Background: an optimization exercise with open tools, aiming at small area and a short achievable clock period. Do not read the settings as production practice. No functional check of the RTL was part of any run shown here.

File: flow/design.v
module lmcol_cell (
    input  wire [7:0] a,
    input  wire [7:0] b,
    input  wire       on,
    output wire       live,
    output wire       nr,
    output wire       s,
    output wire [7:0] q
);
    wire a_nz = |a[6:0];                  
    wire b_nz = |b[6:0];
    assign nr   = on & ((a[7] & ~a_nz) | (b[7] & ~b_nz));
    assign live = on & a_nz & b_nz;
    assign s    = a[7] ^ b[7];
    assign q    = {1'b0, a[6:0]} + {1'b0, b[6:0]};
endmodule
module lmcol_max16 (
    input  wire [15:0] live,
    input  wire [95:0] n,               
    output wire [5:0]  mx
);
    function [2:0] enc8;                
        input [7:0] x;
        begin
            enc8[2] = |x[7:4];
            enc8[1] = x[7] | x[6] | (~x[5] & ~x[4] & (x[3] | x[2]));
            enc8[0] = x[7] | (~x[6] & x[5]) | (~x[6] & ~x[4] & x[3]) | (~x[6] & ~x[4] & ~x[2] & x[1]);
        end
    endfunction
    reg [7:0] hor, lor;
    reg [2:0] hm;
    integer i;
    always @* begin
        hor = 8'd0;
        for (i = 0; i < 16; i = i + 1)
            hor = hor | ({7'd0, live[i]} << n[6*i+3 +: 3]);
        hm  = enc8(hor);
        lor = 8'd0;
        for (i = 0; i < 16; i = i + 1)
            lor = lor | ({7'd0, live[i] & (n[6*i+3 +: 3] == hm)} << n[6*i +: 3]);
    end
    assign mx = {hm, enc8(lor)};
endmodule
module lmcol_term (
    input  wire       live,
    input  wire       s,
    input  wire [1:0] k,
    input  wire [5:0] d,
    input  wire [1:0] gl,
    output wire [37:0] t
);
    reg [11:0] dk;
    always @* begin
        case (k)
            2'd0:    dk = 12'd2048;
            2'd1:    dk = 12'd2435;
            2'd2:    dk = 12'd2896;
            default: dk = 12'd3444;
        endcase
    end
    wire signed [12:0] v  = s ? -$signed({1'b0, dk}) : $signed({1'b0, dk});
    wire signed [37:0] w  = {v, 25'd0};
    wire signed [37:0] al = w >>> d;
    wire        [37:0] tv = live ? {al[37:2], al[1] & ~gl[1], al[0] & ~gl[1] & ~gl[0]} : 38'd0;
    assign t = {~tv[37], tv[36:0]};
endmodule
module lmcol_csa16 (
    input  wire [607:0] in,             
    output wire [41:0]  x,
    output wire [41:0]  y
);
    function [83:0] fa;                 
        input [41:0] a, b, c;
        begin
            fa[41:0]  = a ^ b ^ c;
            fa[83:42] = {((a & b) | (a & c) | (b & c)), 1'b0};
        end
    endfunction
    wire [41:0] o [0:15];
    genvar gi;
    generate
        for (gi = 0; gi < 16; gi = gi + 1) begin : g_in
            assign o[gi] = {4'b0000, in[38*gi +: 38]};
        end
    endgenerate
    wire [83:0] a0 = fa(o[0], o[1], o[2]);
    wire [83:0] a1 = fa(o[3], o[4], o[5]);
    wire [83:0] a2 = fa(o[6], o[7], o[8]);
    wire [83:0] a3 = fa(o[9], o[10], o[11]);
    wire [83:0] a4 = fa(o[12], o[13], o[14]);
    wire [83:0] b0 = fa(a0[41:0], a0[83:42], a1[41:0]);
    wire [83:0] b1 = fa(a1[83:42], a2[41:0], a2[83:42]);
    wire [83:0] b2 = fa(a3[41:0], a3[83:42], a4[41:0]);
    wire [83:0] c0 = fa(b0[41:0], b0[83:42], b1[41:0]);
    wire [83:0] c1 = fa(b1[83:42], b2[41:0], b2[83:42]);
    wire [83:0] d0 = fa(c0[41:0], c0[83:42], c1[41:0]);
    wire [83:0] d1 = fa(c1[83:42], a4[83:42], o[15]);
    wire [83:0] e0 = fa(d0[41:0], d0[83:42], d1[41:0]);
    wire [83:0] f0 = fa(e0[41:0], e0[83:42], d1[83:42]);
    assign x = f0[41:0];
    assign y = f0[83:42];
endmodule
module lmcol_gnorm (
    input  wire [41:0] g,
    output wire [39:0] gn,
    output wire [5:0]  lz,
    output wire        gz
);
    wire [40:0] v = g[41:1] ^ g[40:0];     
    wire [6:0]  c;
    lmcol_lzc64 u_lzc (.x({v, 23'd1}), .n(c));    
    wire [41:0] sh = g << c[5:0];
    assign lz = c[5:0];
    assign gn = sh[41:2];
    assign gz = (g == 42'd0);
endmodule
module lmcol_lzc64 (
    input  wire [63:0] x,
    output wire [6:0]  n
);
    wire [63:0]  z0 = ~x;
    wire [31:0]  z1;  wire [31:0]  c1;
    wire [15:0]  z2;  wire [31:0]  c2;
    wire [7:0]   z3;  wire [23:0]  c3;
    wire [3:0]   z4;  wire [15:0]  c4;
    wire [1:0]   z5;  wire [9:0]   c5;
    wire         z6;  wire [5:0]   c6;
    genvar i;
    generate
        for (i = 0; i < 32; i = i + 1) begin : l1
            assign z1[i] = z0[2*i+1] & z0[2*i];
            assign c1[i] = z0[2*i+1];
        end
        for (i = 0; i < 16; i = i + 1) begin : l2
            assign z2[i] = z1[2*i+1] & z1[2*i];
            assign c2[2*i +: 2] = z1[2*i+1] ? {1'b1, c1[2*i]} : {1'b0, c1[2*i+1]};
        end
        for (i = 0; i < 8; i = i + 1) begin : l3
            assign z3[i] = z2[2*i+1] & z2[2*i];
            assign c3[3*i +: 3] = z2[2*i+1] ? {1'b1, c2[2*(2*i) +: 2]} : {1'b0, c2[2*(2*i+1) +: 2]};
        end
        for (i = 0; i < 4; i = i + 1) begin : l4
            assign z4[i] = z3[2*i+1] & z3[2*i];
            assign c4[4*i +: 4] = z3[2*i+1] ? {1'b1, c3[3*(2*i) +: 3]} : {1'b0, c3[3*(2*i+1) +: 3]};
        end
        for (i = 0; i < 2; i = i + 1) begin : l5
            assign z5[i] = z4[2*i+1] & z4[2*i];
            assign c5[5*i +: 5] = z4[2*i+1] ? {1'b1, c4[4*(2*i) +: 4]} : {1'b0, c4[4*(2*i+1) +: 4]};
        end
    endgenerate
    assign z6 = z5[1] & z5[0];
    assign c6 = z5[1] ? {1'b1, c5[4:0]} : {1'b0, c5[9:5]};
    assign n  = z6 ? 7'd64 : {1'b0, c6};
endmodule
module lmcol_tally (
    input  wire               t_nr,
    input  wire               t_satf,
    input  wire [7:0]         t_x,
    input  wire [39:0]        t_m,
    input  wire               t_z,       
    input  wire               g_nr,
    input  wire [39:0]        g_n,
    input  wire signed [10:0] g_t,       
    input  wire [7:0]         g_z86,     
    input  wire signed [12:0] g_c,       
    input  wire signed [12:0] g_m,       
    input  wire [7:0]         t_xe,      
    output reg                n_nr,
    output reg                n_satf,
    output reg  [7:0]         n_x,
    output reg  [39:0]        n_m,
    output reg                n_z
);
    wire signed [12:0] tx2  = {5'd0, t_xe} + 13'sd2;
    wire signed [12:0] gt   = {{2{g_t[10]}}, g_t};
    wire signed [12:0] du   = g_c + {5'd0, t_xe};    
    wire signed [12:0] ndu  = g_m - {5'd0, t_xe};
    wire               swp  = du[12];                
    wire signed [12:0] tmax = swp ? gt : tx2;        
    wire               nz0  = (du == 13'sd0);
    wire               np1  = (du == 13'sd1);
    wire               nm1  = (du == -13'sd1);
    wire               near = nz0 | np1 | nm1;
    wire [42:0] ms4 = {t_m[39], t_m, 2'b00};
    wire [42:0] gs4 = {g_n[39], g_n, 2'b00};
    wire [42:0] ms2 = {{2{t_m[39]}}, t_m, 1'b0};
    wire [42:0] gs2 = {{2{g_n[39]}}, g_n, 1'b0};
    wire [42:0] sn0 = ms4 + gs4;
    wire [42:0] sn1 = ms4 + gs2;
    wire [42:0] sn2 = gs4 + ms2;
    wire [42:0] sn  = nz0 ? sn0 : np1 ? sn1 : sn2;
    wire [41:0] vn   = sn[42:1] ^ sn[41:0];
    wire [63:0] mk   = (tmax > 13'sd42) ? 64'd0 : (64'd1 << (13'sd42 - tmax));    
    wire [6:0]  lzc;
    lmcol_lzc64 u_lzc (.x({vn | mk[41:0], 22'd0}), .n(lzc));
    wire [5:0]  tn   = (lzc > 7'd42) ? 6'd43 : (lzc[5:0] + 6'd1);              
    wire [43:0] sln  = {sn[42], sn} << tn;
    wire [39:0] mmn  = sln[43:4];
    wire signed [12:0] xn0 = tmax - $signed({7'd0, tn});
    wire signed [12:0] xn1 = tmax + 13'sd1 - $signed({7'd0, tn});
    wire        negn = sn[42] & (&(~sn[41:0] | sn[42:1]));     
    wire        fixn = negn & ~mmn[38];
    wire [12:0] dda = swp ? ndu : du;
    wire [5:0]  dd  = (|dda[12:6]) ? 6'd63 : dda[5:0];
    wire [39:0] opa = swp ? g_n : t_m;
    wire [39:0] opb = swp ? t_m : g_n;
    reg [41:0] bs;
    reg        stk;
    always @* begin
        bs  = {opb[39], opb, 1'b0};
        stk = 1'b0;
        if (dd[0]) begin stk = stk | bs[0];       bs = {bs[41],       bs[41:1]};  end
        if (dd[1]) begin stk = stk | (|bs[1:0]);  bs = {{2{bs[41]}},  bs[41:2]};  end
        if (dd[2]) begin stk = stk | (|bs[3:0]);  bs = {{4{bs[41]}},  bs[41:4]};  end
        if (dd[3]) begin stk = stk | (|bs[7:0]);  bs = {{8{bs[41]}},  bs[41:8]};  end
        if (dd[4]) begin stk = stk | (|bs[15:0]); bs = {{16{bs[41]}}, bs[41:16]}; end
        if (dd[5]) begin stk = stk | (|bs[31:0]); bs = {{32{bs[41]}}, bs[41:32]}; end
    end
    wire [42:0] sf = {opa[39], opa, 2'b00} + {bs, stk};
    wire        f1  = sf[42] ^ sf[41];
    wire        f2  = ~f1 & ((sf[41] ^ sf[40]) | (tmax == 13'sd2));
    wire [39:0] mmf = f1 ? sf[42:3] : f2 ? sf[41:2] : sf[40:1];
    wire        negf = sf[42] & (&(~sf[41:0] | sf[42:1]));
    wire        fixf = negf & ~(f1 ? sf[41] : f2 ? sf[40] : sf[39]);
    wire signed [12:0] xc0 = tmax;
    wire signed [12:0] xc1 = tmax - 13'sd1;
    wire signed [12:0] xc2 = tmax - 13'sd2;
    wire signed [12:0] xc3 = tmax - 13'sd3;
    wire [1:0]  jf  = f1 ? (fixf ? 2'd0 : 2'd1) : f2 ? (fixf ? 2'd1 : 2'd2) : (fixf ? 2'd2 : 2'd3);
    wire signed [12:0] xfar = (jf == 2'd0) ? xc0 : (jf == 2'd1) ? xc1 : (jf == 2'd2) ? xc2 : xc3;
    wire        satf = (jf == 2'd0) ? (xc0 > 13'sd255) : (jf == 2'd1) ? (xc1 > 13'sd255) :
                       (jf == 2'd2) ? (xc2 > 13'sd255) : (xc3 > 13'sd255);
    wire        sneg = near ? sn[42] : sf[42];
    wire        sz   = near ? (sn == 43'd0) : (sf == 43'd0);
    wire [39:0] mm   = near ? mmn : mmf;
    wire        fix  = near ? fixn : fixf;
    wire signed [12:0] xs = near ? (fixn ? xn1 : xn0) : xfar;
    wire        sat  = near ? (fixn ? (xn1 > 13'sd255) : (xn0 > 13'sd255)) : satf;
    wire [39:0] ms   = fix ? {2'b11, 38'd0} : mm;
    wire hold = t_nr | g_nr | t_satf;
    always @* begin
        n_nr   = t_nr | g_nr;
        n_satf = t_satf;
        n_x    = t_x;
        n_m    = t_m;
        n_z    = t_z;
        if (!hold) begin
            if (sz) begin
                n_x = (t_xe > 8'd80 && (t_xe - 8'd80) > g_z86) ? (t_xe - 8'd80) : g_z86;
                n_m = 40'd0;
                n_z = 1'b1;
            end else if (sat) begin
                n_satf = 1'b1;
                n_x    = 8'd255;
                n_m    = sneg ? {20'h80000, 20'h00000} : {20'h7FFFF, 20'h00000};
                n_z    = 1'b0;
            end else begin
                n_x = xs[7:0];
                n_m = ms;
                n_z = 1'b0;
            end
        end
    end
endmodule
module lmcol (
    input  wire         clk,
    input  wire         rst,           
    input  wire         in_valid,
    input  wire         in_first,      
    input  wire [1:0]   in_gsel,       
    input  wire [127:0] in_a,          
    input  wire [127:0] in_b,          
    input  wire [7:0]   in_oa,         
    input  wire [7:0]   in_ob,         
    output wire         out_valid,
    output wire [49:0]  out_tally
);
    genvar gi;
    wire [15:0]  lane_on = (in_gsel == 2'd0) ? 16'h000F : (in_gsel == 2'd1) ? 16'h00FF : 16'hFFFF;
    wire [15:0]  c_live, c_nr, c_s;
    wire [127:0] c_q;
    generate
        for (gi = 0; gi < 16; gi = gi + 1) begin : g_cell
            lmcol_cell u_cell (
                .a(in_a[8*gi +: 8]), .b(in_b[8*gi +: 8]), .on(lane_on[gi]),
                .live(c_live[gi]), .nr(c_nr[gi]), .s(c_s[gi]), .q(c_q[8*gi +: 8]));
        end
    endgenerate
    reg         p1_v, p1_f, p1_nr;
    reg [1:0]   p1_gl;
    reg [8:0]   p1_o;
    reg [15:0]  p1_live, p1_s;
    reg [127:0] p1_q;
    always @(posedge clk) begin
        p1_v    <= in_valid & ~rst;
        p1_f    <= in_first;
        p1_nr   <= |c_nr;
        p1_gl   <= in_gsel;
        p1_o    <= {in_oa[7], in_oa} + {in_ob[7], in_ob};
        p1_live <= c_live;
        p1_s    <= c_s;
        p1_q    <= c_q;
    end
    wire [95:0] p1_n;
    generate
        for (gi = 0; gi < 16; gi = gi + 1) begin : g_n
            assign p1_n[6*gi +: 6] = p1_q[8*gi+2 +: 6];
        end
    endgenerate
    wire [5:0] egu;
    lmcol_max16 u_max (.live(p1_live), .n(p1_n), .mx(egu));
    reg         p2_v, p2_f, p2_nr;
    reg [1:0]   p2_gl;
    reg [8:0]   p2_o;
    reg [5:0]   p2_eg;
    reg [15:0]  p2_live, p2_s;
    reg [127:0] p2_q;
    always @(posedge clk) begin
        p2_v    <= p1_v & ~rst;
        p2_f    <= p1_f;
        p2_nr   <= p1_nr;
        p2_gl   <= p1_gl;
        p2_o    <= p1_o;
        p2_eg   <= egu;
        p2_live <= p1_live;
        p2_s    <= p1_s;
        p2_q    <= p1_q;
    end
    wire [607:0] terms;
    generate
        for (gi = 0; gi < 16; gi = gi + 1) begin : g_term
            wire [5:0] d = p2_eg - p2_q[8*gi+2 +: 6];
            lmcol_term u_term (.live(p2_live[gi]), .s(p2_s[gi]), .k(p2_q[8*gi +: 2]),
                               .d(d), .gl(p2_gl), .t(terms[38*gi +: 38]));
        end
    endgenerate
    wire [41:0] cs_x, cs_y;
    lmcol_csa16 u_csa (.in(terms), .x(cs_x), .y(cs_y));
    reg         p3_v, p3_f, p3_nr;
    reg [1:0]   p3_gl;
    reg [9:0]   p3_e;              
    reg [41:0]  p3_x, p3_y;
    always @(posedge clk) begin
        p3_v  <= p2_v & ~rst;
        p3_f  <= p2_f;
        p3_nr <= p2_nr;
        p3_gl <= p2_gl;
        p3_e  <= {4'd0, p2_eg} + {p2_o[8], p2_o};
        p3_x  <= cs_x;
        p3_y  <= cs_y;
    end
    wire [41:0] gsum = (p3_x + p3_y) ^ {1'b1, 41'd0};
    wire [39:0] gn;
    wire [5:0]  glz;
    wire        gz;
    lmcol_gnorm u_gnorm (.g(gsum), .gn(gn), .lz(glz), .gz(gz));
    wire [9:0]  ug86 = p3_e + {8'd0, p3_gl} + 10'd18;     
    reg         p4_v, p4_f, p4_nr;
    reg [39:0]  p4_gn;
    reg [10:0]  p4_gt;
    reg [7:0]   p4_z86;
    reg [12:0]  p4_c, p4_m;
    wire [10:0] gt4 = gz ? 11'h400 : ({p3_e[9], p3_e} + 11'sd102 - {5'd0, glz});
    always @(posedge clk) begin
        p4_v   <= p3_v & ~rst;
        p4_f   <= p3_f;
        p4_nr  <= p3_nr;
        p4_gn  <= gn;
        p4_gt  <= gt4;
        p4_c   <= 13'sd2 - {{2{gt4[10]}}, gt4};
        p4_m   <= {{2{gt4[10]}}, gt4} - 13'sd2;
        p4_z86 <= (gz | ug86[9]) ? 8'd0 : ug86[7:0];
    end
    reg         t_nr, t_satf, t_z;
    reg [7:0]   t_x, t_xe;
    reg [39:0]  t_m;
    wire        n_nr, n_satf, n_z;
    wire [7:0]  n_x;
    wire [39:0] n_m;
    lmcol_tally u_tally (
        .t_nr   (t_nr   & ~p4_f),
        .t_satf (t_satf & ~p4_f),
        .t_x    (t_x    & {8{~p4_f}}),
        .t_m    (t_m    & {40{~p4_f}}),
        .t_z    (t_z    | p4_f),
        .g_nr   (p4_nr),
        .g_n    (p4_gn),
        .g_t    (p4_gt),
        .g_z86  (p4_z86),
        .g_c    (p4_c),
        .g_m    (p4_m),
        .t_xe   (t_xe   & {8{~p4_f}}),
        .n_nr   (n_nr),
        .n_satf (n_satf),
        .n_x    (n_x),
        .n_m    (n_m),
        .n_z    (n_z)
    );
    reg o_v;
    always @(posedge clk) begin
        if (rst) begin
            o_v    <= 1'b0;
            t_nr   <= 1'b0;
            t_satf <= 1'b0;
            t_x    <= 8'd0;
            t_m    <= 40'd0;
            t_z    <= 1'b1;
            t_xe   <= 8'd0;
        end else begin
            o_v <= p4_v;
            if (p4_v) begin
                t_nr   <= n_nr;
                t_satf <= n_satf;
                t_x    <= n_x;
                t_m    <= n_m;
                t_z    <= n_z;
                t_xe   <= n_x & {8{~n_z}};
            end
        end
    end
    assign out_valid = o_v;
    assign out_tally = {t_nr, t_satf, t_x, t_m};
endmodule
File: flow/run.sh
#!/bin/bash
# synth_recipe.tcl (not shown) runs the flow's synth.tcl, then flattens the netlist and writes it again
# the make line also repeats each setting of config.mk as NAME=value (left out here)
make -C /OpenROAD-flow-scripts/flow DESIGN_CONFIG=/design/flow/config.mk WORK_HOME=/design/flow/orfs CLKGATE_MAP_FILE= SYNTH_SCRIPT=/design/flow/synth_recipe.tcl finish
File: flow/config.mk
export PLATFORM = sky130hd
export DESIGN_NAME = lmcol
export DESIGN_NICKNAME = lmcol
export VERILOG_FILES = /design/flow/design.v
export SDC_FILE = /design/flow/constraint.sdc
export NUM_CORES = 4
export LEC_CHECK = 0
export ABC_AREA = 1
export CAP_MARGIN = 20
export CORE_MARGIN = 2
export CORE_UTILIZATION = 40
export PLACE_DENSITY = 0.6
export SLEW_MARGIN = 20
File: flow/constraint.sdc
create_clock -name core_clock -period 30.0 [get_ports {clk}]
set_input_delay 6.0000 -clock core_clock [delete_from_list [all_inputs] [get_ports {clk}]]
set_output_delay 6.0000 -clock core_clock [all_outputs]
set_load 0.01 [all_outputs]
==> results of run 1 <==
==> state kept, by name, summed over array words and instances (netlist names), 2 cells and up <==
signal / cells
p1_gl: 2
t_x: 8
p1_s: 16
p2_o: 9
p4_c: 11
p2_eg: 6
t_m: 40
p2_q: 128
p4_gn: 40
t_xe: 8
p1_o: 9
p4_gt: 10
p3_gl: 2
p2_gl: 2
p3_x: 41
p2_s: 16
p2_live: 16
p4_m: 12
p1_live: 16
p3_e: 10
p1_q: 128
p4_z86: 8
p3_y: 40
==> layer usage <==
layer / vias up / GRT usage [%] / wire length (µm)
li1: 46950 / - / -
met1: 43960 / 40.71 / 156200
met2: 4189 / 52.83 / 172500
met3: 914 / 4.087 / 26980
met4: 2 / 23.13 / 32570
met5: - / 0 / 13
==> kinds of logic after synthesis <==
kind of cell,after synthesis,synth area share (%)
simple gates,6092,28.69
compound gates,3335,20.38
buf+inv,2621,11.20
fa+ha+maj,1210,21.70
flops,594,13.26
xor+xnor,431,4.236
mux,47,0.5248
==> cell type report <==
cell class	instances	area, µm²	share of cell area (%)
Clock inverter	48	646.9	0.6569
Multi-Input combinational cell	11120	67990	69.05
Timing Repair Buffer	482	4439	4.508
Sequential cell	594	11900	12.08
Tap cell	2975	3722	3.780
Antenna cell	5	12.51	0.01271
Inverter	2050	7697	7.817
Clock buffer	90	2066	2.098
==> through the flow <==
step	area, µm²	hold WS [ps]	utilization [%]
after floorplan	89650	309.6	-
after global placement	95710	310.0	43.01
after detailed placement	95720	312.1	43.02
after CTS	98430	321.8	44.24
after global routing	98460	324.8	44.25
final	98470	319.8	44.25
==> placed cells by master, fill, tap and decap left out, drive strengths merged, types with 11 or more instances in the layout <==
cell type,Yosys,final
nand2,3376,3376
inv,2014,2026
o21ai,1666,1666
nor2,1257,1257
a21oi,1081,1081
nand3,874,874
ha,635,635
dfxtp,594,594
fa,575,575
clkdlybuf4s50,0,328
xor2,304,304
nand4,191,191
nor3,160,160
buf,87,154
xnor2,127,127
a31oi,111,111
nor4,99,99
clkbuf,484,90
o211ai,81,81
or2,66,66
clkinv,36,59
o21bai,54,54
mux2i,47,47
o21a,43,43
o221ai,41,41
a211oi,36,36
or4,34,34
a221oi,32,32
a21o,28,28
a21boi,22,22
o31ai,20,20
o2111ai,19,19
o22ai,18,18
a22oi,16,16
a2111oi,16,16
nand3b,15,15
o41ai,11,11
==> worst paths after layout <==
| path | from | end | slack [ps] | depth (start not counted) |
|---|---|---|---|---|
| setup / recovery | p4_f | t_m[28] | 14740 | 52 |
| hold / removal | p1_q[48] | p2_q[48] | 320 | 0 |
| setup reg to reg | p4_f | t_m[28] | 14740 | 52 |
| hold reg to reg | p1_q[48] | p2_q[48] | 320 | 0 |
==> results_dict.tcl, run 1 <==
set metrics [dict create \
    outcome "no timing/DRC/antenna violations" \
    setup_slack_ps 14740 \
    layout_min_cycle_time_ps 15260 \
    grt_usage_pct 32.84 \
    gp_congestion 1.073 \
    worstPathArrival_ps 15930 \
    hold_path_class "reg2reg" \
    crit_path_start_kind "flip-flop" \
    hold_viol 0 \
    post-dp-hpwl_um 327400 \
    fmax_ghz 0.06551 \
    critPathBufInv 14 \
    synth.net_count 15820 \
    cts.path.max_buffers 3 \
    vias_per_cell 5.531 \
    skew_ps 49.05 \
    synth_most_common_cell "nand2_1" \
    layout-drive-gt1-share_pct 3.874 \
    worst_pin_slew_ps 1214 \
    die-width_um 477.4 \
    maxSlewHeadroom_pct 18.01 \
    grt_pass1_wl_um 568500 \
    setup_tns_ps 0 \
    cts_setup_buffers 0 \
    yosys_most_used_dff "dfxtp_1" \
    critPathMaxFanout 87 \
    dr.pass1.iters 7 \
    endpoint_kind "flip-flop" \
    cts_made_buffers 76 \
    synth_top_area_share_pct 13.95 \
    synth_top_cell_by_area "nand2_1" \
    cp_slowest_stage_delay_ps 900 \
    post_drt_wl_per_cell_um 22.37 \
    pre_cts_ws_ps 15110 \
    clkSinkCount 594 \
    via_count 96020 \
    path_clk_slew_ps 60 \
    synth_cells 14330 \
    worst_path_most_repeated_cell "buf_4" \
    cts_tree "yes" \
    drc 0 \
    design.core.area_um2 222500 \
    cts_root_buf "clkbuf_16" \
    crit_family "buffers and inverters" \
    period_share_pct 50.88 \
    fp-row-count 173 \
    ant_nets 0 \
    finalSetupViolCount 0 \
    fin_cells 17360 \
    insertion_delay_ps 760 \
    fill_cells 24380 \
    place_inst 17220 \
    num_io_pins 329 \
    die_y_um 477.4 \
    wl_um 388300 \
    fin_nets 15810 \
    crit_slowest_cell "nand3_1" \
    overflow 0 \
    ctsHtreeMaxLevel 3 \
    synth_edf_count 0 \
    holdBufCountCts 0 \
    ys_seq_elements 594 \
    path_class "reg2reg" \
    finalMaxSlewViolations 0 \
    yosys_warnings 5 \
    yosysUniqueCellTypes 82 \
    yosysSeqAreaShare_pct 13.26 \
    drt_iter0_markers 10200 \
    yosys-top-cells-area "nand2_1, dfxtp_1, fa_1, o21ai_0, ha_1" \
    max-cap-violations 0 \
    required_ps 30670 \
    cts_resized 0 \
    syn_area_um2 89650 \
    rsz0062_at_grt "false" \
    synth_common_cells "nand2_1, inv_1, o21ai_0" \
    die_area_um2 227900 \
    grt_pass1_vias 89600 \
    syn_avg_cell_area_um2 6.256 \
    async_flop_share_pct 0 \
    start_util_pct 40.29 \
    grt_antenna_before_repair 8 \
    syn_to_final_growth_pct 9.840 \
    grt_max_degree 88 \
    io_buffers 328 \
]
==> inputs of run 2 (changes only) <==
==> flow/flow/run.sh (new file) <==
#!/bin/bash
# Standard layout, with repair_timing asked for a setup margin so that it
# shortens the longest paths below the 30 ns period (the SDC is unchanged).
set -euo pipefail
export SETUP_SLACK_MARGIN=19
export TNS_END_PERCENT=10
bash standard.sh > standard_make.log 2>&1
==> flow/standard.sh (new file) <==
#!/bin/bash
# synth_recipe.tcl (not shown) runs the flow's synth.tcl, then flattens the netlist and writes it again
# the make line also repeats each setting of config.mk as NAME=value (left out here)
make -C /OpenROAD-flow-scripts/flow DESIGN_CONFIG=/design/flow/config.mk WORK_HOME=/design/flow/orfs CLKGATE_MAP_FILE= SYNTH_SCRIPT=/design/flow/synth_recipe.tcl "${@:-finish}"
removed: flow/run.sh
==> results_dict.tcl, run 2 <==
set metrics [dict create \
    overflow 0 \
    design.core.area_um2 222500 \
    crit_family "compound AO/OA/AOI/OAI gates" \
    crit_slowest_cell "fa_1" \
    die-width_um 477.4 \
    grt_antenna_before_repair 11 \
    drc 0 \
    r2r_slack_ps 19580 \
    worst_path_most_repeated_cell "nand2_1" \
    vias_per_cell 5.534 \
    synth.net_count 15820 \
    die_y_um 477.4 \
    num_io_pins 329 \
    startpoint "p4_f" \
    yosys-top-cells-area "nand2_1, dfxtp_1, fa_1, o21ai_0, ha_1" \
    path_clk_slew_ps 60 \
    dr.pass1.iters 10 \
    min-delay-start "p1_q[48]" \
    worst_pin_slew_ps 1263 \
    layout_common_cells "nand2_1, inv_1, o21ai_0" \
    yosys_warnings 5 \
    synth_common_cells "nand2_1, inv_1, o21ai_0" \
    reg2reg_from "p4_f" \
    worstRegToRegCells 54 \
    routed-wl-met2_um 173400 \
    min_to "p2_q[48]" \
    yosys_most_used_dff "dfxtp_1" \
    yosysUniqueCellTypes 82 \
    fp-row-count 173 \
    ant_nets 0 \
    async_flop_share_pct 0 \
    period_share_pct 34.73 \
    start_util_pct 40.29 \
    fin_util_pct 44.69 \
    highest_layer "met5" \
    outcome "no timing/DRC/antenna violations" \
    grt_max_degree 82 \
    skew_ps 43.21 \
    critPathBufInv 11 \
    met3WireLength_um 27590 \
    synth_cells 14330 \
    worstPathArrival_ps 11080 \
    fill_cells 24290 \
    wl_met1_um 156000 \
    cp_slowest_stage_delay_ps 600 \
    hold_path_class "reg2reg" \
    final_common_cell "nand2_1" \
    pre_cts_ws_ps 15110 \
    io_buffers 328 \
    syn_area_um2 89650 \
    maxSlewHeadroom_pct 14.70 \
    synth_most_common_cell "nand2_1" \
    holdBufCountCts 0 \
    setup_tns_ps 0 \
    crit-reg2reg-capture "t_m[38]" \
    synth_top_area_share_pct 13.95 \
    whs_path_depth 0 \
    synth_edf_count 0 \
    ctsHtreeMaxLevel 3 \
    grt_pass1_vias 89820 \
    layout_min_cycle_time_ps 10420 \
    hold_viol 0 \
    wl_um 390600 \
    drt_iter0_markers 10110 \
    post_drt_wl_per_cell_um 22.45 \
    grt_pass1_wl_um 570800 \
    layout-drive-gt1-share_pct 4.619 \
    reg.largest.list "p1_q x128, p2_q x128, p3_x x41" \
    critPathMaxFanout 40 \
    die_area_um2 227900 \
    syn_avg_cell_area_um2 6.256 \
    cts.path.max_buffers 3 \
    cts_made_buffers 76 \
    path_class "reg2reg" \
    finalMaxSlewViolations 0 \
    setup_slack_ps 19580 \
    synth_top_cell_by_area "nand2_1" \
    multiInputGateArea_um2 68380 \
    ys_seq_elements 594 \
    insertion_delay_ps 750 \
    grt_usage_pct 33.00 \
    post-dp-hpwl_um 327400 \
    cts_root_buf "clkbuf_16" \
    required_ps 30670 \
    rsz0062_at_grt "true" \
    max-cap-violations 0 \
    fin_nets 15850 \
    fmax_ghz 0.09597 \
    finalSetupViolCount 0 \
    endpoint_kind "flip-flop" \
    cts_tree "yes" \
    holdWs_ps 320.4 \
    gp_congestion 1.073 \
    via_count 96280 \
    syn_to_final_growth_pct 10.94 \
    yosysSeqAreaShare_pct 13.26 \
    ff_latch_area_um2 11900 \
    clkSinkCount 594 \
    crit_path_start_kind "flip-flop" \
]
-- run 2: worst max path at each step --
stage	to	cells after the start
finish	t_m[38]	54
global route	t_m[33]	59
CTS	t_m[33]	60
detailed placement	t_m[31]	57
global placement	t_m[33]	50
floorplan	t_xe[7]	56
-- run 2: layout make-up --
cell class                 count  share of cell area [%]
clock inverter                48                  0.6504
inverter                    2050                   7.803
antenna                        5                 0.01258
timing repair buffer         520                   4.992
tap                         2975                   3.743
sequential                   594                   11.96
clock buffer                  90                   2.077
multi-input combinational  11120                   68.76
-- run 2: through the flow --
step	area [µm²]	instances
2_1_floorplan	89650	14330
3_3_place_gp	95710	17220
3_5_place_dp	95720	17220
4_1_cts	98850	17370
5_1_grt	99440	17390
6_report	99450	17400
-- run 2: logic make-up after synthesis --
| family | synth area share, % |
|---|---|
| adders and majority gates | 21.70 |
| and+or+nand+nor | 28.69 |
| xor gates and xnor gates | 4.236 |
| AOI/OAI and AO/OA | 20.38 |
| muxes | 0.5248 |
| buffers and inverters | 11.20 |
| DFF | 13.26 |
-- run 2: metal layers --
metal / vias up / track usage [%]
met5: - / 0
met4: 10 / 23.45
met3: 953 / 4.191
met2: 4215 / 53.02
met1: 44050 / 40.83
li1: 47060 / -
-- run 2: repair_timing --
| item | CTS | global route |
|---|---|---|
| cloned | 4 | 1 |
| pin swaps | 8 | 10 |
| buffers inserted | 11 | 23 |
| gates resized for setup | 62 | 101 |
| endpoints found under the setup margin | 58 | 64 |
| hold endpoints to repair | 0 | 0 |
==> inputs of run 3 (changes only) <==
--- a/flow/design.v
+++ b/flow/design.v
@@ -160,2 +160,4 @@
     input  wire               t_z,       
+    input  wire [7:0]         t_xe,      
+    input  wire               g_v,       
     input  wire               g_nr,
@@ -164,5 +166,9 @@
     input  wire [7:0]         g_z86,     
-    input  wire signed [12:0] g_c,       
-    input  wire signed [12:0] g_m,       
-    input  wire [7:0]         t_xe,      
+    input  wire signed [12:0] d_p,       
+    input  wire signed [12:0] d_n,       
+    input  wire [7:0]         t_xk,      
+    input  wire               q_f,       
+    input  wire signed [10:0] q_t,       
+    input  wire signed [12:0] q_c,       
+    input  wire signed [12:0] q_m,       
     output reg                n_nr,
@@ -171,3 +177,5 @@
     output reg  [39:0]        n_m,
-    output reg                n_z
+    output reg                n_z,
+    output reg  signed [12:0] n_dp,      
+    output reg  signed [12:0] n_dn
 );
@@ -175,18 +183,11 @@
     wire signed [12:0] gt   = {{2{g_t[10]}}, g_t};
-    wire signed [12:0] du   = g_c + {5'd0, t_xe};    
-    wire signed [12:0] ndu  = g_m - {5'd0, t_xe};
-    wire               swp  = du[12];                
+    wire               swp  = d_p[12];               
     wire signed [12:0] tmax = swp ? gt : tx2;        
-    wire               nz0  = (du == 13'sd0);
-    wire               np1  = (du == 13'sd1);
-    wire               nm1  = (du == -13'sd1);
-    wire               near = nz0 | np1 | nm1;
-    wire [42:0] ms4 = {t_m[39], t_m, 2'b00};
-    wire [42:0] gs4 = {g_n[39], g_n, 2'b00};
-    wire [42:0] ms2 = {{2{t_m[39]}}, t_m, 1'b0};
-    wire [42:0] gs2 = {{2{g_n[39]}}, g_n, 1'b0};
-    wire [42:0] sn0 = ms4 + gs4;
-    wire [42:0] sn1 = ms4 + gs2;
-    wire [42:0] sn2 = gs4 + ms2;
-    wire [42:0] sn  = nz0 ? sn0 : np1 ? sn1 : sn2;
+    wire               nz0  = (d_p == 13'sd0);
+    wire               near = nz0 | (d_p == 13'sd1) | (d_n == 13'sd1);
+    wire [12:0]        dda  = swp ? d_n : d_p;
+    wire [5:0]         dd   = (|dda[12:6]) ? 6'd63 : dda[5:0];
+    wire [39:0]        opa  = swp ? g_n : t_m;
+    wire [39:0]        opb  = swp ? t_m : g_n;
+    wire [42:0] sn  = {opa[39], opa, 2'b00} + (nz0 ? {opb[39], opb, 2'b00} : {{2{opb[39]}}, opb, 1'b0});
     wire [41:0] vn   = sn[42:1] ^ sn[41:0];
@@ -195,13 +196,18 @@
     lmcol_lzc64 u_lzc (.x({vn | mk[41:0], 22'd0}), .n(lzc));
-    wire [5:0]  tn   = (lzc > 7'd42) ? 6'd43 : (lzc[5:0] + 6'd1);              
-    wire [43:0] sln  = {sn[42], sn} << tn;
+    reg  [43:0] sln;
+    always @* begin
+        sln = {sn, 1'b0};
+        if (lzc[5]) sln = {sln[11:0], 32'd0};
+        if (lzc[4]) sln = {sln[27:0], 16'd0};
+        if (lzc[3]) sln = {sln[35:0], 8'd0};
+        if (lzc[2]) sln = {sln[39:0], 4'd0};
+        if (lzc[1]) sln = {sln[41:0], 2'd0};
+        if (lzc[0]) sln = {sln[42:0], 1'd0};
+    end
     wire [39:0] mmn  = sln[43:4];
-    wire signed [12:0] xn0 = tmax - $signed({7'd0, tn});
-    wire signed [12:0] xn1 = tmax + 13'sd1 - $signed({7'd0, tn});
+    wire signed [12:0] lz13 = {7'd0, lzc[5:0]};
+    wire signed [12:0] xn0 = tmax - 13'sd1 - lz13;
+    wire signed [12:0] xn1 = tmax - lz13;
     wire        negn = sn[42] & (&(~sn[41:0] | sn[42:1]));     
     wire        fixn = negn & ~mmn[38];
-    wire [12:0] dda = swp ? ndu : du;
-    wire [5:0]  dd  = (|dda[12:6]) ? 6'd63 : dda[5:0];
-    wire [39:0] opa = swp ? g_n : t_m;
-    wire [39:0] opb = swp ? t_m : g_n;
     reg [41:0] bs;
@@ -263,2 +269,28 @@
     end
+    wire signed [12:0] qt  = {{2{q_t[10]}}, q_t};
+    wire signed [12:0] b0  = tmax - qt;
+    wire signed [12:0] nb0 = qt - tmax;
+    wire signed [12:0] fp0 = b0 + 13'sd2,  fp1 = b0 + 13'sd1,  fp2 = b0,  fp3 = b0 - 13'sd1;
+    wire signed [12:0] fn0 = nb0 - 13'sd2, fn1 = nb0 - 13'sd1, fn2 = nb0, fn3 = nb0 + 13'sd1;
+    wire signed [12:0] fdp = (jf == 2'd0) ? fp0 : (jf == 2'd1) ? fp1 : (jf == 2'd2) ? fp2 : fp3;
+    wire signed [12:0] fdn = (jf == 2'd0) ? fn0 : (jf == 2'd1) ? fn1 : (jf == 2'd2) ? fn2 : fn3;
+    wire signed [12:0] ndp0 = fp1 - lz13, ndp1 = fp0 - lz13;
+    wire signed [12:0] ndn0 = fn1 + lz13, ndn1 = fn0 + lz13;
+    wire signed [12:0] kdp = q_c + {5'd0, t_xk};
+    wire signed [12:0] kdn = q_m - {5'd0, t_xk};
+    always @* begin
+        if (!g_v || hold || q_f) begin
+            n_dp = q_f ? q_c : kdp;
+            n_dn = q_f ? q_m : kdn;
+        end else if (sz) begin
+            n_dp = q_c;
+            n_dn = q_m;
+        end else if (near) begin
+            n_dp = fixn ? ndp1 : ndp0;
+            n_dn = fixn ? ndn1 : ndn0;
+        end else begin
+            n_dp = fdp;
+            n_dn = fdn;
+        end
+    end
 endmodule
@@ -341,2 +373,6 @@
     reg [9:0]   p3_e;              
+    reg [10:0]  p3_t, p3_ct, p3_mt;    
+    reg [7:0]   p3_z86;
+    wire [9:0]  e2   = {4'd0, p2_eg} + {p2_o[8], p2_o};
+    wire [9:0]  ug86 = e2 + {8'd0, p2_gl} + 10'd18;     
     reg [41:0]  p3_x, p3_y;
@@ -347,3 +383,7 @@
         p3_gl <= p2_gl;
-        p3_e  <= {4'd0, p2_eg} + {p2_o[8], p2_o};
+        p3_e  <= e2;
+        p3_t  <= {e2[9], e2} + 11'sd102;
+        p3_ct <= -11'sd100 - {e2[9], e2};
+        p3_mt <= {e2[9], e2} + 11'sd100;
+        p3_z86 <= ug86[9] ? 8'd0 : ug86[7:0];
         p3_x  <= cs_x;
@@ -356,3 +396,2 @@
     lmcol_gnorm u_gnorm (.g(gsum), .gn(gn), .lz(glz), .gz(gz));
-    wire [9:0]  ug86 = p3_e + {8'd0, p3_gl} + 10'd18;     
     reg         p4_v, p4_f, p4_nr;
@@ -362,3 +401,5 @@
     reg [12:0]  p4_c, p4_m;
-    wire [10:0] gt4 = gz ? 11'h400 : ({p3_e[9], p3_e} + 11'sd102 - {5'd0, glz});
+    wire [10:0] gt4 = gz ? 11'h400 : (p3_t - {5'd0, glz});
+    wire [12:0] ct4 = gz ? 13'sd1026 : ({{2{p3_ct[10]}}, p3_ct} + {7'd0, glz});
+    wire [12:0] mt4 = gz ? -13'sd1026 : ({{2{p3_mt[10]}}, p3_mt} - {7'd0, glz});
     always @(posedge clk) begin
@@ -369,5 +410,17 @@
         p4_gt  <= gt4;
-        p4_c   <= 13'sd2 - {{2{gt4[10]}}, gt4};
-        p4_m   <= {{2{gt4[10]}}, gt4} - 13'sd2;
-        p4_z86 <= (gz | ug86[9]) ? 8'd0 : ug86[7:0];
+        p4_c   <= ct4;
+        p4_m   <= mt4;
+        p4_z86 <= gz ? 8'd0 : p3_z86;
+    end
+    reg         p5_v, p5_f, p5_nr;
+    reg [39:0]  p5_gn;
+    reg [10:0]  p5_gt;
+    reg [7:0]   p5_z86;
+    always @(posedge clk) begin
+        p5_v   <= p4_v & ~rst;
+        p5_f   <= p4_f;
+        p5_nr  <= p4_nr;
+        p5_gn  <= p4_gn;
+        p5_gt  <= p4_gt;
+        p5_z86 <= p4_z86;
     end
@@ -376,2 +429,3 @@
     reg [39:0]  t_m;
+    reg [12:0]  d_p, d_n;
     wire        n_nr, n_satf, n_z;
@@ -379,15 +433,22 @@
     wire [39:0] n_m;
+    wire [12:0] n_dp, n_dn;
     lmcol_tally u_tally (
-        .t_nr   (t_nr   & ~p4_f),
-        .t_satf (t_satf & ~p4_f),
-        .t_x    (t_x    & {8{~p4_f}}),
-        .t_m    (t_m    & {40{~p4_f}}),
-        .t_z    (t_z    | p4_f),
-        .g_nr   (p4_nr),
-        .g_n    (p4_gn),
-        .g_t    (p4_gt),
-        .g_z86  (p4_z86),
-        .g_c    (p4_c),
-        .g_m    (p4_m),
-        .t_xe   (t_xe   & {8{~p4_f}}),
+        .t_nr   (t_nr   & ~p5_f),
+        .t_satf (t_satf & ~p5_f),
+        .t_x    (t_x    & {8{~p5_f}}),
+        .t_m    (t_m    & {40{~p5_f}}),
+        .t_z    (t_z    | p5_f),
+        .t_xe   (t_xe   & {8{~p5_f}}),
+        .g_v    (p5_v),
+        .g_nr   (p5_nr),
+        .g_n    (p5_gn),
+        .g_t    (p5_gt),
+        .g_z86  (p5_z86),
+        .d_p    (d_p),
+        .d_n    (d_n),
+        .t_xk   (t_xe   & {8{~(p5_v & p5_f)}}),
+        .q_f    (p4_f),
+        .q_t    (p4_gt),
+        .q_c    (p4_c),
+        .q_m    (p4_m),
         .n_nr   (n_nr),
@@ -396,3 +457,5 @@
         .n_m    (n_m),
-        .n_z    (n_z)
+        .n_z    (n_z),
+        .n_dp   (n_dp),
+        .n_dn   (n_dn)
     );
@@ -400,2 +463,4 @@
     always @(posedge clk) begin
+        d_p <= n_dp;
+        d_n <= n_dn;
         if (rst) begin
@@ -409,4 +474,4 @@
         end else begin
-            o_v <= p4_v;
-            if (p4_v) begin
+            o_v <= p5_v;
+            if (p5_v) begin
                 t_nr   <= n_nr;
--- a/flow/flow/run.sh
+++ b/flow/flow/run.sh
@@ -4,4 +4,4 @@
 set -euo pipefail
-export SETUP_SLACK_MARGIN=19
-export TNS_END_PERCENT=10
+export SETUP_SLACK_MARGIN=21.5
+export TNS_END_PERCENT=100
 bash standard.sh > standard_make.log 2>&1
==> results_dict.tcl, run 3 <==
set metrics [dict create \
    outcome "finished with violations" \
    violations "capacitance limit, slew limit" \
    layout_common_cells "nand2_1, inv_1, o21ai_0" \
    insertion_delay_ps 770 \
    synth_common_cells "nand2_1, inv_1, o21ai_0" \
    clkSinkCount 708 \
    grt_max_degree 90 \
    cts_tree "yes" \
    worstPathArrival_ps 9260 \
    place_inst 17030 \
    synth_top_cell_by_area "dfxtp_1" \
    holdBufCountCts 0 \
    max-cap-violations 2 \
    final_common_cell "nand2_1" \
    gp_congestion 1.074 \
    drc 0 \
    yosys_warnings 5 \
    maxSlewHeadroom_pct -11.45 \
    hold_path_class "reg2reg" \
    die-width_um 481.1 \
    cts.path.max_buffers 3 \
    async_flop_share_pct 0 \
    grt_antenna_before_repair 14 \
    critPathMaxFanout 8 \
    finalSetupViolCount 0 \
    rsz0062_at_grt "true" \
    start_util_pct 40.13 \
    synth_top_area_share_pct 15.57 \
    critPathBufInv 5 \
    synth_edf_count 0 \
    dr.pass1.iters 10 \
    cts_root_buf "clkbuf_16" \
    worst_pin_slew_ps 1654 \
    fin_util_pct 46.70 \
    ctsHtreeMaxLevel 3 \
    yosysUniqueCellTypes 92 \
    io_buffers 328 \
    die_y_um 481.1 \
    reg.largest.list "p1_q x128, p2_q x128, p3_x x41" \
    period_share_pct 28.68 \
    finalMaxSlewViolations 6 \
    skew_ps 43.73 \
    wl_um 379200 \
    grt_pass1_wl_um 552200 \
    fmax_ghz 0.1162 \
    post_drt_wl_per_cell_um 21.70 \
    grt_usage_pct 31.35 \
    grt_pass1_vias 89470 \
    crit_slowest_cell "o21ai_0" \
    crit_family "simple AND/OR/NAND/NOR gates" \
    cp_slowest_stage_delay_ps 1090 \
    path_class "reg2reg" \
    synth.net_count 15620 \
    yosys-top-cells-area "dfxtp_1, nand2_1, fa_1, o21ai_0, ha_1" \
    setup_slack_ps 21400 \
    synth_most_common_cell "nand2_1" \
    post-dp-hpwl_um 308800 \
    worst_path_most_repeated_cell "nand2_1" \
    design.core.area_um2 226800 \
    synth_cells 14170 \
    path_clk_slew_ps 60 \
    layout_min_cycle_time_ps 8605 \
    layout-drive-gt1-share_pct 9.259 \
    cts_made_buffers 85 \
    die_area_um2 231400 \
    ys_seq_elements 708 \
    endpoint_kind "flip-flop" \
    crit_path_start_kind "flip-flop" \
    fin_nets 15840 \
    fill_cells 23890 \
    drt_iter0_markers 10130 \
    yosys_most_used_dff "dfxtp_1" \
    pre_cts_ws_ps 17460 \
    num_io_pins 329 \
    overflow 0 \
    vias_per_cell 5.531 \
    yosysSeqAreaShare_pct 15.57 \
    setup_tns_ps 0 \
    syn_avg_cell_area_um2 6.422 \
    via_count 96650 \
    fin_cells 17480 \
    syn_to_final_growth_pct 16.36 \
    ant_nets 0 \
    syn_area_um2 91030 \
    required_ps 30650 \
    fp-row-count 175 \
    hold_viol 0 \
]
## run 3: cell types whose count changed in the layout (fill, tap and decap cells not counted), sizes merged, moves of 30 or more
cell,previous run,this run
a21oi,1081,1011
buf,187,366
clkbuf,92,124
dfxtp,594,708
ha,635,593
inv,2023,1857
mux2i,47,77
nand3,875,704
nor2,1257,1179
o21ai,1666,1854
xor2,304,343
## run 3: through the flow
stage | instance area [µm²] | hold WS (ps)
floorplan | 91030 | 309.6
global placement | 96760 | 309.9
detailed placement | 96760 | 312.1
CTS | 102200 | 320.6
global route | 105900 | 324.7
finish | 105900 | 322.2
## run 3: final timing paths
check	start	endpoint	slack (ps)	cells after the start
worst max-delay path	t_m[21]	d_p[9]	21400	51
worst max register to register	t_m[21]	d_p[9]	21400	51
worst min-delay path	p1_o[7]	p2_o[7]	320	0
worst min register to register	p1_o[7]	p2_o[7]	320	0
## run 3: cell families (layout without fill, tap and decap cells)
logic type / count (synthesis) / in the layout / synth area share, %
other cells: 0 / 6 / 0
buf+inv: 2500 / 2773 / 10.54
simple gates: 5798 / 5812 / 27.00
mux: 77 / 77 / 0.8467
xor+xnor: 444 / 444 / 4.313
fa+ha+maj: 1169 / 1169 / 20.82
flops: 708 / 708 / 15.57
compound gates: 3478 / 3478 / 20.92
## run 3: cell type report
type | count | area, µm² | share of cell area [%]
Sequential cell | 708 | 14180 | 13.39
Inverter | 1894 | 7311 | 6.902
Multi-Input combinational cell | 10980 | 70570 | 66.62
Clock inverter | 45 | 595.6 | 0.5622
Timing Repair inverter | 8 | 56.30 | 0.05315
Antenna cell | 6 | 15.01 | 0.01417
Clock buffer | 111 | 2365 | 2.232
Tap cell | 3009 | 3765 | 3.554
Timing Repair Buffer | 715 | 7071 | 6.675
## run 3: worst reg2reg max path, delay by kind of cell (launching register included)
family          cells  cell delay [ps]
compound gates      9             2330
buf+inv             5              620
flops               1              740
simple gates       34             3660
fa+ha+maj           3             1170
## run 3: routing by layer
metal | up-vias | wire length, µm | track usage [%]
li1 | 47090 | - | -
met1 | 44460 | 151800 | 38.57
met2 | 4082 | 170300 | 50.90
met3 | 1018 | 27400 | 4.723
met4 | 2 | 29710 | 20.53
met5 | - | 19 | 0
## run 3: repair_timing
item | 4_1_cts | 5_1_grt
buffers inserted | 87 | 152
gates resized for setup | 374 | 578
gates cloned | 29 | 19
endpoints found under the setup margin | 83 | 140
pin swaps | 59 | 176
==> inputs of run 4 (changes only) <==
--- a/flow/design.v
+++ b/flow/design.v
@@ -166,9 +166,11 @@
     input  wire [7:0]         g_z86,     
-    input  wire signed [12:0] d_p,       
-    input  wire signed [12:0] d_n,       
+    input  wire signed [9:0]  d_p,       
+    input  wire signed [9:0]  d_n,       
     input  wire [7:0]         t_xk,      
     input  wire               q_f,       
-    input  wire signed [10:0] q_t,       
-    input  wire signed [12:0] q_c,       
-    input  wire signed [12:0] q_m,       
+    input  wire               q_gz,      
+    input  wire [5:0]         q_lz,      
+    input  wire signed [9:0]  q_tb,      
+    input  wire signed [9:0]  q_ctb,     
+    input  wire signed [9:0]  q_mtb,     
     output reg                n_nr,
@@ -178,4 +180,4 @@
     output reg                n_z,
-    output reg  signed [12:0] n_dp,      
-    output reg  signed [12:0] n_dn
+    output reg  signed [9:0]  n_dp,      
+    output reg  signed [9:0]  n_dn
 );
@@ -183,8 +185,8 @@
     wire signed [12:0] gt   = {{2{g_t[10]}}, g_t};
-    wire               swp  = d_p[12];               
+    wire               swp  = d_p[9];               
     wire signed [12:0] tmax = swp ? gt : tx2;        
-    wire               nz0  = (d_p == 13'sd0);
-    wire               near = nz0 | (d_p == 13'sd1) | (d_n == 13'sd1);
-    wire [12:0]        dda  = swp ? d_n : d_p;
-    wire [5:0]         dd   = (|dda[12:6]) ? 6'd63 : dda[5:0];
+    wire               nz0  = (d_p == 10'sd0);
+    wire               near = nz0 | (d_p == 10'sd1) | (d_n == 10'sd1);
+    wire [9:0]         dda  = swp ? d_n : d_p;
+    wire [5:0]         dd   = (|dda[9:6]) ? 6'd63 : dda[5:0];
     wire [39:0]        opa  = swp ? g_n : t_m;
@@ -208,3 +210,5 @@
     wire signed [12:0] lz13 = {7'd0, lzc[5:0]};
-    wire signed [12:0] xn0 = tmax - 13'sd1 - lz13;
+    wire signed [12:0] tm1 = tmax - 13'sd1;
+    wire signed [12:0] tsm = tmax - 13'sd256;          
+    wire signed [12:0] xn0 = tm1 - lz13;
     wire signed [12:0] xn1 = tmax - lz13;
@@ -243,3 +247,5 @@
     wire signed [12:0] xs = near ? (fixn ? xn1 : xn0) : xfar;
-    wire        sat  = near ? (fixn ? (xn1 > 13'sd255) : (xn0 > 13'sd255)) : satf;
+    wire        satn0 = lz13 < tsm;
+    wire        satn1 = lz13 <= tsm;
+    wire        sat  = near ? (fixn ? satn1 : satn0) : satf;
     wire [39:0] ms   = fix ? {2'b11, 38'd0} : mm;
@@ -269,20 +275,28 @@
     end
-    wire signed [12:0] qt  = {{2{q_t[10]}}, q_t};
-    wire signed [12:0] b0  = tmax - qt;
-    wire signed [12:0] nb0 = qt - tmax;
-    wire signed [12:0] fp0 = b0 + 13'sd2,  fp1 = b0 + 13'sd1,  fp2 = b0,  fp3 = b0 - 13'sd1;
-    wire signed [12:0] fn0 = nb0 - 13'sd2, fn1 = nb0 - 13'sd1, fn2 = nb0, fn3 = nb0 + 13'sd1;
-    wire signed [12:0] fdp = (jf == 2'd0) ? fp0 : (jf == 2'd1) ? fp1 : (jf == 2'd2) ? fp2 : fp3;
-    wire signed [12:0] fdn = (jf == 2'd0) ? fn0 : (jf == 2'd1) ? fn1 : (jf == 2'd2) ? fn2 : fn3;
-    wire signed [12:0] ndp0 = fp1 - lz13, ndp1 = fp0 - lz13;
-    wire signed [12:0] ndn0 = fn1 + lz13, ndn1 = fn0 + lz13;
-    wire signed [12:0] kdp = q_c + {5'd0, t_xk};
-    wire signed [12:0] kdn = q_m - {5'd0, t_xk};
+    wire signed [9:0] lzq = {4'd0, q_lz};
+    wire signed [9:0] lzn = {4'd0, lzc[5:0]};
+    wire signed [9:0] t0  = tmax[9:0] - q_tb;         
+    wire signed [9:0] nt0 = q_tb - tmax[9:0];
+    wire signed [9:0] fc0 = t0 + 10'sd2,  fc1 = t0 + 10'sd1,  fc2 = t0,  fc3 = t0 - 10'sd1;
+    wire signed [9:0] gc0 = nt0 - 10'sd2, gc1 = nt0 - 10'sd1, gc2 = nt0, gc3 = nt0 + 10'sd1;
+    wire signed [9:0] fp0 = fc0 + lzq, fp1 = fc1 + lzq, fp2 = fc2 + lzq, fp3 = fc3 + lzq;
+    wire signed [9:0] fn0 = gc0 - lzq, fn1 = gc1 - lzq, fn2 = gc2 - lzq, fn3 = gc3 - lzq;
+    wire signed [9:0] fdp = (jf == 2'd0) ? fp0 : (jf == 2'd1) ? fp1 : (jf == 2'd2) ? fp2 : fp3;
+    wire signed [9:0] fdn = (jf == 2'd0) ? fn0 : (jf == 2'd1) ? fn1 : (jf == 2'd2) ? fn2 : fn3;
+    wire signed [9:0] ndp0 = fp1 - lzn, ndp1 = fp0 - lzn;
+    wire signed [9:0] ndn0 = fn1 + lzn, ndn1 = fn0 + lzn;
+    wire signed [9:0] qc  = q_ctb + lzq;
+    wire signed [9:0] qm  = q_mtb - lzq;
+    wire signed [9:0] kdp = q_ctb + {2'd0, t_xk} + lzq;
+    wire signed [9:0] kdn = q_mtb - {2'd0, t_xk} - lzq;
     always @* begin
-        if (!g_v || hold || q_f) begin
-            n_dp = q_f ? q_c : kdp;
-            n_dn = q_f ? q_m : kdn;
+        if (q_gz) begin
+            n_dp = 10'sd511;
+            n_dn = -10'sd511;
+        end else if (!g_v || hold || q_f) begin
+            n_dp = q_f ? qc : kdp;
+            n_dn = q_f ? qm : kdn;
         end else if (sz) begin
-            n_dp = q_c;
-            n_dn = q_m;
+            n_dp = qc;
+            n_dn = qm;
         end else if (near) begin
@@ -322,3 +336,3 @@
     reg [1:0]   p1_gl;
-    reg [8:0]   p1_o;
+    reg [7:0]   p1_oa, p1_ob;
     reg [15:0]  p1_live, p1_s;
@@ -330,3 +344,4 @@
         p1_gl   <= in_gsel;
-        p1_o    <= {in_oa[7], in_oa} + {in_ob[7], in_ob};
+        p1_oa   <= in_oa;
+        p1_ob   <= in_ob;
         p1_live <= c_live;
@@ -348,3 +363,9 @@
     reg [15:0]  p2_live, p2_s;
-    reg [127:0] p2_q;
+    reg [127:0] p2_q;              
+    wire [127:0] c_dk;
+    generate
+        for (gi = 0; gi < 16; gi = gi + 1) begin : g_d
+            assign c_dk[8*gi +: 8] = {egu - p1_q[8*gi+2 +: 6], p1_q[8*gi +: 2]};
+        end
+    endgenerate
     always @(posedge clk) begin
@@ -354,3 +375,3 @@
         p2_gl   <= p1_gl;
-        p2_o    <= p1_o;
+        p2_o    <= {p1_oa[7], p1_oa} + {p1_ob[7], p1_ob};
         p2_eg   <= egu;
@@ -358,3 +379,3 @@
         p2_s    <= p1_s;
-        p2_q    <= p1_q;
+        p2_q    <= c_dk;
     end
@@ -363,3 +384,3 @@
         for (gi = 0; gi < 16; gi = gi + 1) begin : g_term
-            wire [5:0] d = p2_eg - p2_q[8*gi+2 +: 6];
+            wire [5:0] d = p2_q[8*gi+2 +: 6];
             lmcol_term u_term (.live(p2_live[gi]), .s(p2_s[gi]), .k(p2_q[8*gi +: 2]),
@@ -371,27 +392,28 @@
     reg         p3_v, p3_f, p3_nr;
-    reg [1:0]   p3_gl;
-    reg [9:0]   p3_e;              
+    reg [41:0]  p3_x, p3_y;
     reg [10:0]  p3_t, p3_ct, p3_mt;    
     reg [7:0]   p3_z86;
-    wire [9:0]  e2   = {4'd0, p2_eg} + {p2_o[8], p2_o};
-    wire [9:0]  ug86 = e2 + {8'd0, p2_gl} + 10'd18;     
-    reg [41:0]  p3_x, p3_y;
+    wire [9:0]  e2   = {4'd0, p2_eg} + {p2_o[8], p2_o};    
+    wire [9:0]  ug86 = e2 + {8'd0, p2_gl} + 10'd18;        
     always @(posedge clk) begin
-        p3_v  <= p2_v & ~rst;
-        p3_f  <= p2_f;
-        p3_nr <= p2_nr;
-        p3_gl <= p2_gl;
-        p3_e  <= e2;
-        p3_t  <= {e2[9], e2} + 11'sd102;
-        p3_ct <= -11'sd100 - {e2[9], e2};
-        p3_mt <= {e2[9], e2} + 11'sd100;
+        p3_v   <= p2_v & ~rst;
+        p3_f   <= p2_f;
+        p3_nr  <= p2_nr;
+        p3_x   <= cs_x;
+        p3_y   <= cs_y;
+        p3_t   <= {e2[9], e2} + 11'sd102;
+        p3_ct  <= -11'sd100 - {e2[9], e2};
+        p3_mt  <= {e2[9], e2} + 11'sd100;
         p3_z86 <= ug86[9] ? 8'd0 : ug86[7:0];
-        p3_x  <= cs_x;
-        p3_y  <= cs_y;
     end
-    wire [41:0] gsum = (p3_x + p3_y) ^ {1'b1, 41'd0};
-    wire [39:0] gn;
-    wire [5:0]  glz;
-    wire        gz;
-    lmcol_gnorm u_gnorm (.g(gsum), .gn(gn), .lz(glz), .gz(gz));
+    wire [41:0] gadd;
+    assign gadd = p3_x + p3_y;
+    wire [41:0] p3_gs = gadd ^ {1'b1, 41'd0};
+    wire [40:0] gv  = p3_gs[41:1] ^ p3_gs[40:0];
+    wire [6:0]  glzc;
+    lmcol_lzc64 u_glz (.x({gv, 23'd1}), .n(glzc));    
+    wire [5:0]  p3_lz = glzc[5:0];
+    wire        p3_gz = (p3_gs == 42'd0);
+    wire [41:0] gsh = p3_gs << p3_lz;
+    wire [10:0] gt3 = p3_gz ? 11'h400 : (p3_t - {5'd0, p3_lz});
     reg         p4_v, p4_f, p4_nr;
@@ -400,6 +422,2 @@
     reg [7:0]   p4_z86;
-    reg [12:0]  p4_c, p4_m;
-    wire [10:0] gt4 = gz ? 11'h400 : (p3_t - {5'd0, glz});
-    wire [12:0] ct4 = gz ? 13'sd1026 : ({{2{p3_ct[10]}}, p3_ct} + {7'd0, glz});
-    wire [12:0] mt4 = gz ? -13'sd1026 : ({{2{p3_mt[10]}}, p3_mt} - {7'd0, glz});
     always @(posedge clk) begin
@@ -408,19 +426,5 @@
         p4_nr  <= p3_nr;
-        p4_gn  <= gn;
-        p4_gt  <= gt4;
-        p4_c   <= ct4;
-        p4_m   <= mt4;
-        p4_z86 <= gz ? 8'd0 : p3_z86;
-    end
-    reg         p5_v, p5_f, p5_nr;
-    reg [39:0]  p5_gn;
-    reg [10:0]  p5_gt;
-    reg [7:0]   p5_z86;
-    always @(posedge clk) begin
-        p5_v   <= p4_v & ~rst;
-        p5_f   <= p4_f;
-        p5_nr  <= p4_nr;
-        p5_gn  <= p4_gn;
-        p5_gt  <= p4_gt;
-        p5_z86 <= p4_z86;
+        p4_gn  <= gsh[41:2];
+        p4_gt  <= gt3;
+        p4_z86 <= p3_gz ? 8'd0 : p3_z86;
     end
@@ -429,3 +433,3 @@
     reg [39:0]  t_m;
-    reg [12:0]  d_p, d_n;
+    reg [9:0]   d_p, d_n;
     wire        n_nr, n_satf, n_z;
@@ -433,22 +437,24 @@
     wire [39:0] n_m;
-    wire [12:0] n_dp, n_dn;
+    wire [9:0]  n_dp, n_dn;
     lmcol_tally u_tally (
-        .t_nr   (t_nr   & ~p5_f),
-        .t_satf (t_satf & ~p5_f),
-        .t_x    (t_x    & {8{~p5_f}}),
-        .t_m    (t_m    & {40{~p5_f}}),
-        .t_z    (t_z    | p5_f),
-        .t_xe   (t_xe   & {8{~p5_f}}),
-        .g_v    (p5_v),
-        .g_nr   (p5_nr),
-        .g_n    (p5_gn),
-        .g_t    (p5_gt),
-        .g_z86  (p5_z86),
+        .t_nr   (t_nr   & ~p4_f),
+        .t_satf (t_satf & ~p4_f),
+        .t_x    (t_x    & {8{~p4_f}}),
+        .t_m    (t_m    & {40{~p4_f}}),
+        .t_z    (t_z    | p4_f),
+        .t_xe   (t_xe   & {8{~p4_f}}),
+        .g_v    (p4_v),
+        .g_nr   (p4_nr),
+        .g_n    (p4_gn),
+        .g_t    (p4_gt),
+        .g_z86  (p4_z86),
         .d_p    (d_p),
         .d_n    (d_n),
-        .t_xk   (t_xe   & {8{~(p5_v & p5_f)}}),
-        .q_f    (p4_f),
-        .q_t    (p4_gt),
-        .q_c    (p4_c),
-        .q_m    (p4_m),
+        .t_xk   (t_xe   & {8{~(p4_v & p4_f)}}),
+        .q_f    (p3_f),
+        .q_gz   (p3_gz),
+        .q_lz   (p3_lz),
+        .q_tb   (p3_t[9:0]),
+        .q_ctb  (p3_ct[9:0]),
+        .q_mtb  (p3_mt[9:0]),
         .n_nr   (n_nr),
@@ -474,4 +480,4 @@
         end else begin
-            o_v <= p5_v;
-            if (p5_v) begin
+            o_v <= p4_v;
+            if (p4_v) begin
                 t_nr   <= n_nr;
--- a/flow/flow/run.sh
+++ b/flow/flow/run.sh
@@ -4,3 +4,3 @@
 set -euo pipefail
-export SETUP_SLACK_MARGIN=21.5
+export SETUP_SLACK_MARGIN=22.2
 export TNS_END_PERCENT=100
==> results_dict.tcl, run 4 <==
set metrics [dict create \
    outcome "no timing/DRC/antenna violations" \
    post_drt_wl_per_cell_um 23.21 \
    grt.met1_usage_pct 41.81 \
    finalSetupViolCount 0 \
    die_area_um2 226700 \
    worstRegToRegCells 47 \
    drc 0 \
    gp_congestion 1.084 \
    layout-drive-gt1-share_pct 12.53 \
    cts_made_buffers 78 \
    required_ps 30670 \
    cts.path.max_buffers 3 \
    overflow 0 \
    synth_top_area_share_pct 14.01 \
    cts_tree "yes" \
    worst_pin_slew_ps 1321 \
    fin_nets 15840 \
    grt_max_degree 97 \
    wl_um 402600 \
    grt_pass1_wl_um 571300 \
    holdBufCountCts 0 \
    layout_min_cycle_time_ps 7954 \
    ys_seq_elements 624 \
    busiest_layer "met2" \
    hold_path_class "reg2reg" \
    syn_to_final_growth_pct 21.11 \
    hold_viol 0 \
    drt_iter0_markers 11850 \
    final_common_cell "nand2_1" \
    insertion_delay_ps 770 \
    reg.largest.list "p1_q x128, p2_q x128, p3_x x41" \
    layout_common_cells "nand2_1, inv_1, o21ai_0" \
    synth.net_count 15450 \
    setup_tns_ps 0 \
    async_flop_share_pct 0 \
    synth_cells 13920 \
    maxSlewHeadroom_pct 10.99 \
    fmax_ghz 0.1257 \
    critPathMaxFanout 16 \
    num_io_pins 329 \
    ant_nets 0 \
    yosysSeqAreaShare_pct 14.01 \
    crit_path_start_kind "flip-flop" \
    period_share_pct 26.51 \
    holdWs_ps 324.7 \
    worstPathArrival_ps 8630 \
    via_count 98410 \
    design.core.area_um2 221900 \
    clkSinkCount 624 \
    syn_area_um2 89170 \
    synth_common_cells "nand2_1, inv_1, o21ai_0" \
    start_util_pct 40.19 \
    syn_avg_cell_area_um2 6.408 \
    die-width_um 476.2 \
    yosys-top-cells-area "dfxtp_1, nand2_1, fa_1, o21ai_0, ha_1" \
    max-cap-violations 0 \
    rsz0062_at_grt "true" \
    ctsHtreeMaxLevel 3 \
    synth_top_cell_by_area "dfxtp_1" \
    synth_edf_count 0 \
    synth_most_common_cell "nand2_1" \
    fill_cells 22660 \
    path_clk_slew_ps 70 \
    yosys_warnings 5 \
    finalMaxSlewViolations 0 \
    grt.met2_usage_pct 51.30 \
    cts_root_buf "clkbuf_16" \
    gr-usage-met3_pct 5.713 \
    yosys_most_used_dff "dfxtp_1" \
    endpoint_kind "flip-flop" \
    grt_pass1_vias 89890 \
    vias_per_cell 5.673 \
    skew_ps 71.61 \
    fp-row-count 173 \
    yosysUniqueCellTypes 83 \
    whs_path_depth 0 \
    crit_slowest_cell "o21ai_0" \
    io_buffers 328 \
    post-dp-hpwl_um 316500 \
    dr.pass1.iters 8 \
    worst_path_most_repeated_cell "nand3_4" \
    grt_antenna_before_repair 9 \
    grt_usage_pct 33.13 \
    path_class "reg2reg" \
    die_y_um 476.2 \
    cp_slowest_stage_delay_ps 1020 \
]
==> run 4: repair_timing <==
item	4_1_cts	5_1_grt
resized for setup	824	767
buffers inserted	227	199
pin swaps	197	293
endpoints found under the hold margin	0	0
endpoints found under the setup margin	109	85
gates cloned	44	27
==> run 4: cell families after synthesis <==
| logic type | count (synthesis) | synth area share [%] |
|---|---|---|
| AND/OR/NAND/NOR | 5651 | 26.66 |
| AO/OA/AOI/OAI | 3453 | 21.22 |
| buffers and inverters | 2437 | 10.49 |
| adder cells (fa/ha/maj) | 1256 | 22.68 |
| flip-flops | 624 | 14.01 |
| XOR/XNOR | 450 | 4.428 |
| multiplexers | 46 | 0.5163 |
==> run 4: cell type report <==
class / instances / area, µm² / area share [%]
diodes: 2 / 5.005 / 0.004634
multi-input cells: 10870 / 72620 / 67.24
clock buffers: 95 / 2096 / 1.941
repair buffers: 886 / 9194 / 8.513
well taps: 2975 / 3722 / 3.447
inverters: 1834 / 7111 / 6.584
flip-flops and latches: 624 / 12550 / 11.62
clock inverters: 48 / 613.1 / 0.5677
repair inverters: 11 / 95.09 / 0.08805
==> run 4: metal layers <==
layer	routed length, µm	up-vias	share of wire [%]
met3	35840	1316	8.9
li1	-	46720	-
met1	158300	45240	39
met4	35320	6	8.8
met2	173100	5126	43
met5	36	-	0.0089
==> run 4: worst max-delay path: cells and delay by family, from the launching register on <==
family / cells / cell delay (ps)
AOI/OAI and AO/OA: 11 / 2520
xor gates and xnor gates: 1 / 190
adders and majority gates: 3 / 1070
buffers and inverters: 6 / 820
DFF: 1 / 410
and+or+nand+nor: 26 / 2800
==> run 4: path summary, 6_finish.rpt <==
path / from / end / slack (ps)
max: p4_f / t_xe[7] / 22050
min: p1_q[112] / p2_q[112] / 320
max reg2reg: p4_f / t_xe[7] / 22050
min reg2reg: p1_q[112] / p2_q[112] / 320
==> run 4: stage by stage <==
stage               std cells  worst slack, ps  instance area (µm²)  util [%]
CTS                     17120            22200               102800     46.33
global route            17350            21790               108000     48.67
global placement        16710            18010                94490     42.59
detailed placement      16710            17810                94490     42.59
floorplan               13920            22550                89170         -
finish                  17350            22050               108000     48.68

port drivers added, routing unchanged:
Ports are ideal in the flow. The routed layouts listed here were re-timed in OpenROAD. Step 1 (the two cells are an assumption about what drives the block):
set clk [get_ports {clk}]
set_driving_cell -lib_cell sky130_fd_sc_hd__clkbuf_16 $clk
set_driving_cell -lib_cell sky130_fd_sc_hd__buf_2 [delete_from_list [all_inputs] $clk]
Step 2 times the ports against the registers' clock, not the clock port: input delays grow and output delays shrink by t, the midpoint of the rising clock arrivals with the driver on. Three values: ideal ports, drivers, drivers and shift; two values: the first two.
| run | t, ns | setup slack, ns | worst setup path after step 2 | slew at the worst register clock pin (ns) | pins driven straight from the clock port |
|---|---|---|---|---|---|
| run 1 | 0.828 | 14.736 / 14.736 / 14.736 | register to register | 0.08 / 0.08 | 1 |
| run 2 | 0.823 | 19.580 / 19.580 / 19.580 | register to register | 0.08 / 0.08 | 1 |
| run 3 | 0.842 | 21.395 / 21.395 / 20.952 | input to register | 0.09 / 0.09 | 1 |
| run 4 | 0.829 | 22.046 / 22.046 / 21.489 | input to register | 0.08 / 0.08 | 1 |
The setup slack of run 4, which loses most, moves by 0.000 ns with the drivers and by -0.557 ns with both steps.
